What follows belongs to an exercise in optimizing a design on an open flow for small area, a short achievable clock period and few clock cycles per item; a production flow would make more cautious choices. Function was checked by simulation only, so behaviour that the tests miss may differ from the original.

==> design.v <==
module seal_sbox (
    input  wire [7:0] a,
    output reg  [7:0] y
);
    always @(*) begin
        case (a)
            8'h00: y = 8'h63;
            8'h01: y = 8'h7c;
            8'h02: y = 8'h77;
            8'h03: y = 8'h7b;
            8'h04: y = 8'hf2;
            8'h05: y = 8'h6b;
            8'h06: y = 8'h6f;
            8'h07: y = 8'hc5;
            8'h08: y = 8'h30;
            8'h09: y = 8'h01;
            8'h0a: y = 8'h67;
            8'h0b: y = 8'h2b;
            8'h0c: y = 8'hfe;
            8'h0d: y = 8'hd7;
            8'h0e: y = 8'hab;
            8'h0f: y = 8'h76;
            8'h10: y = 8'hca;
            8'h11: y = 8'h82;
            8'h12: y = 8'hc9;
            8'h13: y = 8'h7d;
            8'h14: y = 8'hfa;
            8'h15: y = 8'h59;
            8'h16: y = 8'h47;
            8'h17: y = 8'hf0;
            8'h18: y = 8'had;
            8'h19: y = 8'hd4;
            8'h1a: y = 8'ha2;
            8'h1b: y = 8'haf;
            8'h1c: y = 8'h9c;
            8'h1d: y = 8'ha4;
            8'h1e: y = 8'h72;
            8'h1f: y = 8'hc0;
            8'h20: y = 8'hb7;
            8'h21: y = 8'hfd;
            8'h22: y = 8'h93;
            8'h23: y = 8'h26;
            8'h24: y = 8'h36;
            8'h25: y = 8'h3f;
            8'h26: y = 8'hf7;
            8'h27: y = 8'hcc;
            8'h28: y = 8'h34;
            8'h29: y = 8'ha5;
            8'h2a: y = 8'he5;
            8'h2b: y = 8'hf1;
            8'h2c: y = 8'h71;
            8'h2d: y = 8'hd8;
            8'h2e: y = 8'h31;
            8'h2f: y = 8'h15;
            8'h30: y = 8'h04;
            8'h31: y = 8'hc7;
            8'h32: y = 8'h23;
            8'h33: y = 8'hc3;
            8'h34: y = 8'h18;
            8'h35: y = 8'h96;
            8'h36: y = 8'h05;
            8'h37: y = 8'h9a;
            8'h38: y = 8'h07;
            8'h39: y = 8'h12;
            8'h3a: y = 8'h80;
            8'h3b: y = 8'he2;
            8'h3c: y = 8'heb;
            8'h3d: y = 8'h27;
            8'h3e: y = 8'hb2;
            8'h3f: y = 8'h75;
            8'h40: y = 8'h09;
            8'h41: y = 8'h83;
            8'h42: y = 8'h2c;
            8'h43: y = 8'h1a;
            8'h44: y = 8'h1b;
            8'h45: y = 8'h6e;
            8'h46: y = 8'h5a;
            8'h47: y = 8'ha0;
            8'h48: y = 8'h52;
            8'h49: y = 8'h3b;
            8'h4a: y = 8'hd6;
            8'h4b: y = 8'hb3;
            8'h4c: y = 8'h29;
            8'h4d: y = 8'he3;
            8'h4e: y = 8'h2f;
            8'h4f: y = 8'h84;
            8'h50: y = 8'h53;
            8'h51: y = 8'hd1;
            8'h52: y = 8'h00;
            8'h53: y = 8'hed;
            8'h54: y = 8'h20;
            8'h55: y = 8'hfc;
            8'h56: y = 8'hb1;
            8'h57: y = 8'h5b;
            8'h58: y = 8'h6a;
            8'h59: y = 8'hcb;
            8'h5a: y = 8'hbe;
            8'h5b: y = 8'h39;
            8'h5c: y = 8'h4a;
            8'h5d: y = 8'h4c;
            8'h5e: y = 8'h58;
            8'h5f: y = 8'hcf;
            8'h60: y = 8'hd0;
            8'h61: y = 8'hef;
            8'h62: y = 8'haa;
            8'h63: y = 8'hfb;
            8'h64: y = 8'h43;
            8'h65: y = 8'h4d;
            8'h66: y = 8'h33;
            8'h67: y = 8'h85;
            8'h68: y = 8'h45;
            8'h69: y = 8'hf9;
            8'h6a: y = 8'h02;
            8'h6b: y = 8'h7f;
            8'h6c: y = 8'h50;
            8'h6d: y = 8'h3c;
            8'h6e: y = 8'h9f;
            8'h6f: y = 8'ha8;
            8'h70: y = 8'h51;
            8'h71: y = 8'ha3;
            8'h72: y = 8'h40;
            8'h73: y = 8'h8f;
            8'h74: y = 8'h92;
            8'h75: y = 8'h9d;
            8'h76: y = 8'h38;
            8'h77: y = 8'hf5;
            8'h78: y = 8'hbc;
            8'h79: y = 8'hb6;
            8'h7a: y = 8'hda;
            8'h7b: y = 8'h21;
            8'h7c: y = 8'h10;
            8'h7d: y = 8'hff;
            8'h7e: y = 8'hf3;
            8'h7f: y = 8'hd2;
            8'h80: y = 8'hcd;
            8'h81: y = 8'h0c;
            8'h82: y = 8'h13;
            8'h83: y = 8'hec;
            8'h84: y = 8'h5f;
            8'h85: y = 8'h97;
            8'h86: y = 8'h44;
            8'h87: y = 8'h17;
            8'h88: y = 8'hc4;
            8'h89: y = 8'ha7;
            8'h8a: y = 8'h7e;
            8'h8b: y = 8'h3d;
            8'h8c: y = 8'h64;
            8'h8d: y = 8'h5d;
            8'h8e: y = 8'h19;
            8'h8f: y = 8'h73;
            8'h90: y = 8'h60;
            8'h91: y = 8'h81;
            8'h92: y = 8'h4f;
            8'h93: y = 8'hdc;
            8'h94: y = 8'h22;
            8'h95: y = 8'h2a;
            8'h96: y = 8'h90;
            8'h97: y = 8'h88;
            8'h98: y = 8'h46;
            8'h99: y = 8'hee;
            8'h9a: y = 8'hb8;
            8'h9b: y = 8'h14;
            8'h9c: y = 8'hde;
            8'h9d: y = 8'h5e;
            8'h9e: y = 8'h0b;
            8'h9f: y = 8'hdb;
            8'ha0: y = 8'he0;
            8'ha1: y = 8'h32;
            8'ha2: y = 8'h3a;
            8'ha3: y = 8'h0a;
            8'ha4: y = 8'h49;
            8'ha5: y = 8'h06;
            8'ha6: y = 8'h24;
            8'ha7: y = 8'h5c;
            8'ha8: y = 8'hc2;
            8'ha9: y = 8'hd3;
            8'haa: y = 8'hac;
            8'hab: y = 8'h62;
            8'hac: y = 8'h91;
            8'had: y = 8'h95;
            8'hae: y = 8'he4;
            8'haf: y = 8'h79;
            8'hb0: y = 8'he7;
            8'hb1: y = 8'hc8;
            8'hb2: y = 8'h37;
            8'hb3: y = 8'h6d;
            8'hb4: y = 8'h8d;
            8'hb5: y = 8'hd5;
            8'hb6: y = 8'h4e;
            8'hb7: y = 8'ha9;
            8'hb8: y = 8'h6c;
            8'hb9: y = 8'h56;
            8'hba: y = 8'hf4;
            8'hbb: y = 8'hea;
            8'hbc: y = 8'h65;
            8'hbd: y = 8'h7a;
            8'hbe: y = 8'hae;
            8'hbf: y = 8'h08;
            8'hc0: y = 8'hba;
            8'hc1: y = 8'h78;
            8'hc2: y = 8'h25;
            8'hc3: y = 8'h2e;
            8'hc4: y = 8'h1c;
            8'hc5: y = 8'ha6;
            8'hc6: y = 8'hb4;
            8'hc7: y = 8'hc6;
            8'hc8: y = 8'he8;
            8'hc9: y = 8'hdd;
            8'hca: y = 8'h74;
            8'hcb: y = 8'h1f;
            8'hcc: y = 8'h4b;
            8'hcd: y = 8'hbd;
            8'hce: y = 8'h8b;
            8'hcf: y = 8'h8a;
            8'hd0: y = 8'h70;
            8'hd1: y = 8'h3e;
            8'hd2: y = 8'hb5;
            8'hd3: y = 8'h66;
            8'hd4: y = 8'h48;
            8'hd5: y = 8'h03;
            8'hd6: y = 8'hf6;
            8'hd7: y = 8'h0e;
            8'hd8: y = 8'h61;
            8'hd9: y = 8'h35;
            8'hda: y = 8'h57;
            8'hdb: y = 8'hb9;
            8'hdc: y = 8'h86;
            8'hdd: y = 8'hc1;
            8'hde: y = 8'h1d;
            8'hdf: y = 8'h9e;
            8'he0: y = 8'he1;
            8'he1: y = 8'hf8;
            8'he2: y = 8'h98;
            8'he3: y = 8'h11;
            8'he4: y = 8'h69;
            8'he5: y = 8'hd9;
            8'he6: y = 8'h8e;
            8'he7: y = 8'h94;
            8'he8: y = 8'h9b;
            8'he9: y = 8'h1e;
            8'hea: y = 8'h87;
            8'heb: y = 8'he9;
            8'hec: y = 8'hce;
            8'hed: y = 8'h55;
            8'hee: y = 8'h28;
            8'hef: y = 8'hdf;
            8'hf0: y = 8'h8c;
            8'hf1: y = 8'ha1;
            8'hf2: y = 8'h89;
            8'hf3: y = 8'h0d;
            8'hf4: y = 8'hbf;
            8'hf5: y = 8'he6;
            8'hf6: y = 8'h42;
            8'hf7: y = 8'h68;
            8'hf8: y = 8'h41;
            8'hf9: y = 8'h99;
            8'hfa: y = 8'h2d;
            8'hfb: y = 8'h0f;
            8'hfc: y = 8'hb0;
            8'hfd: y = 8'h54;
            8'hfe: y = 8'hbb;
            8'hff: y = 8'h16;
            default: y = 8'h00;
        endcase
    end
endmodule
module seal_aes256 (
    input  wire         clk,
    input  wire         rst,
    input  wire         start,
    input  wire [255:0] key,
    input  wire [127:0] block,
    output reg          done,
    output wire [127:0] result
);
    reg  [127:0] state;
    reg  [255:0] win;       
    reg  [7:0]   rcon;
    reg  [3:0]   round;     
    reg          busy;
    assign result = state;
    function [7:0] xtime(input [7:0] b);
        xtime = {b[6:0], 1'b0} ^ (b[7] ? 8'h1b : 8'h00);
    endfunction
    wire [127:0] sb;
    genvar i;
    generate
        for (i = 0; i < 16; i = i + 1) begin : g_sb
            seal_sbox u_sbox (.a(state[127-8*i -: 8]), .y(sb[127-8*i -: 8]));
        end
    endgenerate
    wire [127:0] sr;
    genvar c, r;
    generate
        for (c = 0; c < 4; c = c + 1) begin : g_src
            for (r = 0; r < 4; r = r + 1) begin : g_srr
                assign sr[127-8*(4*c+r) -: 8] = sb[127-8*(4*((c+r)%4)+r) -: 8];
            end
        end
    endgenerate
    wire [127:0] mc;
    generate
        for (c = 0; c < 4; c = c + 1) begin : g_mc
            wire [7:0] a0 = sr[127-32*c      -: 8];
            wire [7:0] a1 = sr[127-32*c-8    -: 8];
            wire [7:0] a2 = sr[127-32*c-16   -: 8];
            wire [7:0] a3 = sr[127-32*c-24   -: 8];
            assign mc[127-32*c    -: 8] = xtime(a0) ^ xtime(a1) ^ a1 ^ a2 ^ a3;
            assign mc[127-32*c-8  -: 8] = a0 ^ xtime(a1) ^ xtime(a2) ^ a2 ^ a3;
            assign mc[127-32*c-16 -: 8] = a0 ^ a1 ^ xtime(a2) ^ xtime(a3) ^ a3;
            assign mc[127-32*c-24 -: 8] = xtime(a0) ^ a0 ^ a1 ^ a2 ^ xtime(a3);
        end
    endgenerate
    wire         last_round = (round == 4'd14);
    wire [127:0] round_out  = (last_round ? sr : mc) ^ win[255:128];
    wire [255:0] kwin  = busy ? win : key;    
    wire [7:0]   krcon = busy ? rcon : 8'h01;
    wire         kodd  = busy ? round[0] : 1'b0;    
    wire [31:0] w7 = kwin[31:0];
    wire [31:0] sub_in = kodd ? w7 : {w7[23:0], w7[31:24]};
    wire [31:0] sub_out;
    generate
        for (i = 0; i < 4; i = i + 1) begin : g_ks
            seal_sbox u_sbox (.a(sub_in[31-8*i -: 8]), .y(sub_out[31-8*i -: 8]));
        end
    endgenerate
    wire [31:0] temp = kodd ? sub_out : (sub_out ^ {krcon, 24'h0});
    wire [31:0] n0 = kwin[255:224] ^ temp;
    wire [31:0] n1 = kwin[223:192] ^ n0;
    wire [31:0] n2 = kwin[191:160] ^ n1;
    wire [31:0] n3 = kwin[159:128] ^ n2;
    wire [255:0] next_win = {kwin[127:0], n0, n1, n2, n3};
    always @(posedge clk) begin
        if (rst) begin
            busy  <= 1'b0;
            done  <= 1'b0;
            round <= 4'd0;
        end else begin
            done <= 1'b0;
            if (start && !busy) begin
                state <= block ^ key[255:128];
                win   <= next_win;
                rcon  <= xtime(8'h01);
                round <= 4'd1;
                busy  <= 1'b1;
            end else if (busy) begin
                state <= round_out;
                win   <= next_win;
                if (!round[0])
                    rcon <= xtime(rcon);
                if (last_round) begin
                    busy <= 1'b0;
                    done <= 1'b1;
                end
                round <= round + 4'd1;
            end
        end
    end
endmodule
module seal_ghash_mul (
    input  wire         clk,
    input  wire         rst,
    input  wire         start,
    input  wire [127:0] x,
    input  wire [127:0] h,
    output reg          done,
    output reg  [127:0] z
);
    reg  [127:0] xs;      
    reg  [127:0] v;
    reg  [6:0]   cnt;
    reg          busy;
    wire [127:0] z_next = xs[127] ? (z ^ v) : z;
    wire [127:0] v_next = v[0] ? ((v >> 1) ^ {8'he1, 120'h0}) : (v >> 1);
    always @(posedge clk) begin
        if (rst) begin
            busy <= 1'b0;
            done <= 1'b0;
            cnt  <= 7'd0;
        end else begin
            done <= 1'b0;
            if (start && !busy) begin
                xs   <= x;
                v    <= h;
                z    <= 128'h0;
                cnt  <= 7'd0;
                busy <= 1'b1;
            end else if (busy) begin
                z   <= z_next;
                v   <= v_next;
                xs  <= {xs[126:0], 1'b0};
                cnt <= cnt + 7'd1;
                if (cnt == 7'd127) begin
                    busy <= 1'b0;
                    done <= 1'b1;
                end
            end
        end
    end
endmodule
module seal_tag (
    input  wire         clk,
    input  wire         rst,
    input  wire         start,
    input  wire [255:0] key,
    input  wire [95:0]  nonce,
    input  wire [15:0]  aad_len,      
    output wire         ready,
    input  wire         in_valid,
    input  wire [127:0] in_data,
    output wire         in_ready,
    output reg          done,
    output reg  [63:0]  tag
);
    localparam [2:0] S_IDLE = 3'd0,
                     S_H    = 3'd1,
                     S_J0   = 3'd2,
                     S_BLK  = 3'd3,
                     S_MUL  = 3'd4;
    reg [2:0]   st;
    reg [255:0] key_q;
    reg [95:0]  nonce_q;
    reg [15:0]  len_q;       
    reg [15:0]  rem;         
    reg         len_phase;   
    reg [127:0] h;
    reg [63:0]  ej0;
    reg [127:0] x;           
    reg          aes_start;
    reg  [127:0] aes_block;
    wire         aes_done;
    wire [127:0] aes_result;
    seal_aes256 u_aes (
        .clk    (clk),
        .rst    (rst),
        .start  (aes_start),
        .key    (key_q),
        .block  (aes_block),
        .done   (aes_done),
        .result (aes_result)
    );
    reg          mul_start;
    reg  [127:0] mul_x;
    wire         mul_done;
    wire [127:0] mul_z;
    seal_ghash_mul u_mul (
        .clk   (clk),
        .rst   (rst),
        .start (mul_start),
        .x     (mul_x),
        .h     (h),
        .done  (mul_done),
        .z     (mul_z)
    );
    assign ready    = (st == S_IDLE);
    assign in_ready = (st == S_BLK);
    wire [127:0] keep_mask = (rem >= 16'd16) ? {128{1'b1}}
                                             : ~({128{1'b1}} >> (8 * rem[3:0]));
    wire [127:0] len_block = {29'h0, len_q, 3'b000, 64'h0};
    always @(posedge clk) begin
        if (rst) begin
            st        <= S_IDLE;
            done      <= 1'b0;
            aes_start <= 1'b0;
            mul_start <= 1'b0;
        end else begin
            done      <= 1'b0;
            aes_start <= 1'b0;
            mul_start <= 1'b0;
            case (st)
                S_IDLE: begin
                    if (start) begin
                        key_q     <= key;
                        nonce_q   <= nonce;
                        len_q     <= aad_len;
                        rem       <= aad_len;
                        aes_block <= 128'h0;
                        aes_start <= 1'b1;
                        st        <= S_H;
                    end
                end
                S_H: begin
                    if (aes_done) begin
                        h         <= aes_result;
                        aes_block <= {nonce_q, 32'h1};
                        aes_start <= 1'b1;
                        st        <= S_J0;
                    end
                end
                S_J0: begin
                    if (aes_done) begin
                        ej0 <= aes_result[127:64];
                        x   <= 128'h0;
                        if (rem != 16'd0) begin
                            st <= S_BLK;
                        end else begin
                            mul_x     <= len_block;
                            mul_start <= 1'b1;
                            len_phase <= 1'b1;
                            st        <= S_MUL;
                        end
                    end
                end
                S_BLK: begin
                    if (in_valid) begin
                        mul_x     <= x ^ (in_data & keep_mask);
                        mul_start <= 1'b1;
                        len_phase <= 1'b0;
                        rem       <= (rem >= 16'd16) ? rem - 16'd16 : 16'd0;
                        st        <= S_MUL;
                    end
                end
                S_MUL: begin
                    if (mul_done) begin
                        x <= mul_z;
                        if (len_phase) begin
                            tag  <= ej0 ^ mul_z[127:64];
                            done <= 1'b1;
                            st   <= S_IDLE;
                        end else if (rem != 16'd0) begin
                            st <= S_BLK;
                        end else begin
                            mul_x     <= mul_z ^ len_block;
                            mul_start <= 1'b1;
                            len_phase <= 1'b1;
                        end
                    end
                end
                default: st <= S_IDLE;
            endcase
        end
    end
endmodule
==> run.sh <==
#!/bin/bash
# synth_recipe.tcl (not shown) runs the flow's synth.tcl, then flattens the netlist and writes it again
# the make line also repeats each setting of config.mk as NAME=value (left out here)
make -C /OpenROAD-flow-scripts/flow DESIGN_CONFIG=/design/flow/config.mk WORK_HOME=/design/flow/orfs CLKGATE_MAP_FILE= SYNTH_SCRIPT=/design/flow/synth_recipe.tcl finish
==> config.mk <==
export PLATFORM = sky130hd
export DESIGN_NAME = seal_tag
export DESIGN_NICKNAME = seal_tag
export VERILOG_FILES = /design/flow/design.v
export SDC_FILE = /design/flow/constraint.sdc
export NUM_CORES = 4
export LEC_CHECK = 0
export CAP_MARGIN = 20
export CORE_MARGIN = 2
export CORE_UTILIZATION = 25
export PLACE_DENSITY = 0.35
export SLEW_MARGIN = 20
==> constraint.sdc <==
create_clock -name core_clock -period 10.0 [get_ports {clk}]
set_input_delay 2.0000 -clock core_clock [delete_from_list [all_inputs] [get_ports {clk}]]
set_output_delay 2.0000 -clock core_clock [all_outputs]
set_load 0.01 [all_outputs]
==> results.tsv <==
stage	metric	value	unit
grt	grt_usage	0.287	
grt	busiest_layer	met2	
yosys	syn_inst	16900	
floorplan	rows	283	
route	drc	0	
cells_and_area	areaGrowthSynthToFinish	15.1	%
worst_setup_path	cp_top_family	compound AO/OA/AOI/OAI gates	
placement	place_congestion	0.989	
yosys	synth-seq-area-share	0.378	
cts	cts_setup_buffers	0	
worst_setup_path	r2r_start	u_aes.g_mc[2].a2[0]	
hold_path	hold_path.class	flip-flop to flip-flop	
yosys	syn_area_per_cell	8.78	µm²
cts	cts_tree	yes	
worst_setup_path	slowest_stage	dfxtp_1	
yosys	yosysWarningCount	4	
route	num_vias	149000	
sta	finalCritPeriodShare	0.696	
worst_setup_path	critPathLaunchType	flip-flop	
sta	max_slew_margin	0.143	
sta	fmax	144	MHz
worst_setup_path	path_cells	xnor3_1, xnor2_1, o21ai_0, xor2_1, a21oi_2, buf_4, ha_1, buf_4, or3_1, o22ai_1, a21oi_1, nand2_1, o31ai_1, a221oi_1, nor3_1, o311ai_0	
sta	finalCriticalPeriod	6.96	ns
floorplan	fp.dieW	775	µm
route	first_pass_iters	9	
placement	place_area	163000	µm²
worst_setup_path	required	10.77	ns
cts	hold_buffers	0	
yosys	yosysMostFrequentCell	nand2_1	
sta	hold_violations	0	
sta	finalSetupTns	0	ns
sta	rsz0062_at_grt	no	
cts	cts-resized-gates	0	
grt	grt_antenna_before_repair	75	
grt	grt_util_met1	0.397	
worst_setup_path	critPathLaunch	u_aes.g_mc[2].a2[0]	
cells_and_area	fill_cells	63400	
sta	worst_pin_slew	1.28	ns
yosys	netlist_top_cells_count	1,849 x nand2_1, 1,770 x edfxtp_1, 1,562 x nor2_1, 1,331 x o21ai_0, 1,307 x a21oi_1	
sta	setup_viol	0	
cts	root_buffer	clkbuf_16	
placement	hpwl	664000	µm
worst_setup_path	cp_max_fo	21	
yosys	synthArstFlopShare	0	
sta	holdWs	0.436	ns
worst_setup_path	worstSetupEndpointType	flip-flop	
route	wl	907000	µm
route	viasPerCell	6.02	
cts	cts_buffer_depth	4	
worst_setup_path	crit_path_end	u_aes.g_mc[1].a1[4]	
worst_setup_path	cp_data_arrival_time	7.73	ns
floorplan	io_pins	567	
floorplan	die-area	601000	µm²
yosys	ys_dominant_reg_cell	edfxtp_1	
grt	gr-total-overflow	0	
job	maxCapViolations	0	
cells_and_area	design_area	171000	µm²
worst_setup_path	rrSetupSlack	3.04	ns
route	ant_nets	0	
grt	use_met2	0.430	
yosys	ys_ff_latch	1919	
worst_setup_path	cp.buffers_inverters	2	
floorplan	die_height	775	µm
cells_and_area	drive_gt1_frac	0.100	
cts	clk_pin_slew	0.07	ns
floorplan	core-area	593000	µm²
grt	grt_pass1_wl	1240000	µm
worst_setup_path	crit_type	flip-flop to flip-flop	
worst_setup_path	critPathMaxStageDelay	1.11	ns
worst_setup_path	rr_worst_depth	16	
floorplan	start_util	0.251	
route	wl_per_cell	36.6	µm
yosys	synth.distinct_cells	115	
yosys	synth_top_area_frac	0.358	
yosys	synth_top_cell_by_area	edfxtp_1	
grt	use_met3	0.0601	
cts	clock-sinks	1919	
worst_setup_path	worstSetupPathDepth	16	
worst_setup_path	cp_common_cell	buf_4	
placement	place.port_buffers	566	
grt	grt_pass1_vias	141000	
yosys	synth_area	149000	µm²
route	drt_first_iter_violations	21500	
yosys	yosys-top-cells-area	edfxtp_1 36%, xnor2_1 4.7%, nand2_1 4.7%	
status	status	no timing/DRC/antenna violations	
cts	htree_levels	4	
grt	grt_max_degree	159	
sta	skew	0.137	ns
cells_and_area	final_net_count	17500	
yosys	synth-edff-count	1770	
hold_path	hold_start	u_aes.state[29]	
cts	clkLatencyLatePin	1.03	ns
sta	drv_slew	0	
yosys	synthesis.nets	17700	
cts	cts_made_buffers	241	
worst_setup_path	r2r-end	u_aes.g_mc[1].a1[4]	
how the worst min path moves through the flow:
stage                             to  depth (start not counted)
after global routing           h[29]                          0
after floorplan                 h[3]                          0
after detailed placement  u_mul.busy                          1
after CTS                      h[29]                          0
after global placement    u_mul.busy                          1
final                          h[29]                          0
cells by family (layout without fill, tap and decap cells):
| logic type | Yosys count | after routing | synth area share |
|---|---|---|---|
| AOI/OAI and AO/OA | 5933 | 5933 | 0.267 |
| and+or+nand+nor | 5177 | 5177 | 0.154 |
| DFF | 1919 | 1919 | 0.378 |
| buffers and inverters | 1809 | 1786 | 0.0529 |
| xor gates and xnor gates | 1258 | 1258 | 0.0853 |
| muxes | 591 | 591 | 0.0434 |
| adders and majority gates | 244 | 244 | 0.0205 |
| other | 0 | 48 | 0 |
area by class of cell:
class	count	area, µm²	area share
diodes	48	120	0.000702
clock buffers	287	6330	0.0370
clock inverters	158	1690	0.00988
inverters	161	637	0.00372
multi-input cells	13200	85800	0.502
flip-flops and latches	1919	56100	0.328
well taps	7837	9810	0.0573
repair buffers	1180	10500	0.0615
layer usage:
metal	part of all wire	vias to the layer above	wire, µm
met5	0.00018	-	163
met4	0.053	24	48400
met3	0.088	1440	79400
met2	0.43	8593	385000
met1	0.43	75400	393000
li1	-	63700	-
through the flow:
| stage | worst slack [ns] | std cells | util |
|---|---|---|---|
| 6_report | 3.04 | 24800 | 0.288 |
| 5_1_grt | 2.83 | 24800 | 0.288 |
| 4_1_cts | 2.90 | 24700 | 0.288 |
| 3_5_place_dp | 2.04 | 24300 | 0.275 |
| 3_3_place_gp | 2.10 | 24300 | 0.274 |
| 2_1_floorplan | 0.0405 | 16900 | - |
cells in the final DEF (no fill, tap or decap), types with 191 or more instances in the layout:
master,synthesis,layout
a211oi_1,369,363
a21o_1,221,215
a21oi_1,1307,1273
a311oi_1,229,229
a31oi_1,335,334
and2_1,294,292
buf_4,55,594
clkbuf_16,0,244
clkdlybuf4s50_1,0,565
edfxtp_1,1770,1770
ha_1,244,244
mux2_2,390,390
mux2i_1,195,191
nand2_1,1849,1847
nand3_1,462,461
nor2_1,1562,1556
nor3_1,484,483
o211ai_1,363,363
o21ai_0,1331,1324
o311ai_0,204,204
xnor2_1,800,781
xor2_1,331,325
state kept, by name (all words and copies together) (netlist names), 3 cells and up:
| register | flops |
|---|---|
| st | 3 |
| u_aes.g_mc.a0 | 32 |
| ej0 | 64 |
| u_mul.cnt | 7 |
| u_aes.g_mc.a3 | 32 |
| h | 128 |
| u_aes.win | 256 |
| u_aes.round | 4 |
| u_aes.rcon | 8 |
| u_aes.state | 128 |
| u_aes.g_mc.a1 | 32 |
| nonce_q | 96 |
| u_aes.g_mc.a2 | 32 |
| aes_block | 97 |
| key_q | 256 |
| x | 128 |
| len_q | 16 |
| mul_x | 128 |
| rem | 16 |
| u_mul.xs | 128 |
| u_mul.v | 128 |
| tag | 64 |
| u_mul.z | 128 |
Testbench counts, summed over its fixed seeds: cycles 570,500, packets 192.

==> what the ideal ports hide <==
Ports are ideal in the flow. The routed layout listed here was re-timed in OpenROAD. Step 1 assumes that a clkbuf_16 drives the clock port and a buf_2 every other input. Step 2, shift: input delay + t, output delay - t, t = (earliest + latest rising clock arrival at the registers) / 2. This alone moves slack from input paths to output paths. Three values: no drivers, after step 1, after step 2; two values: the first two.
t (ns): 1.092
setup WS [ns]: 3.039 / 2.928 / 1.836
worst setup path at the end: input to register
latest minus earliest clock arrival (ns): 0.138 / 0.138
After both steps this run still meets setup and hold. For this run, drivers alone change the setup slack by -0.111 ns; drivers and shift together by -1.203 ns.
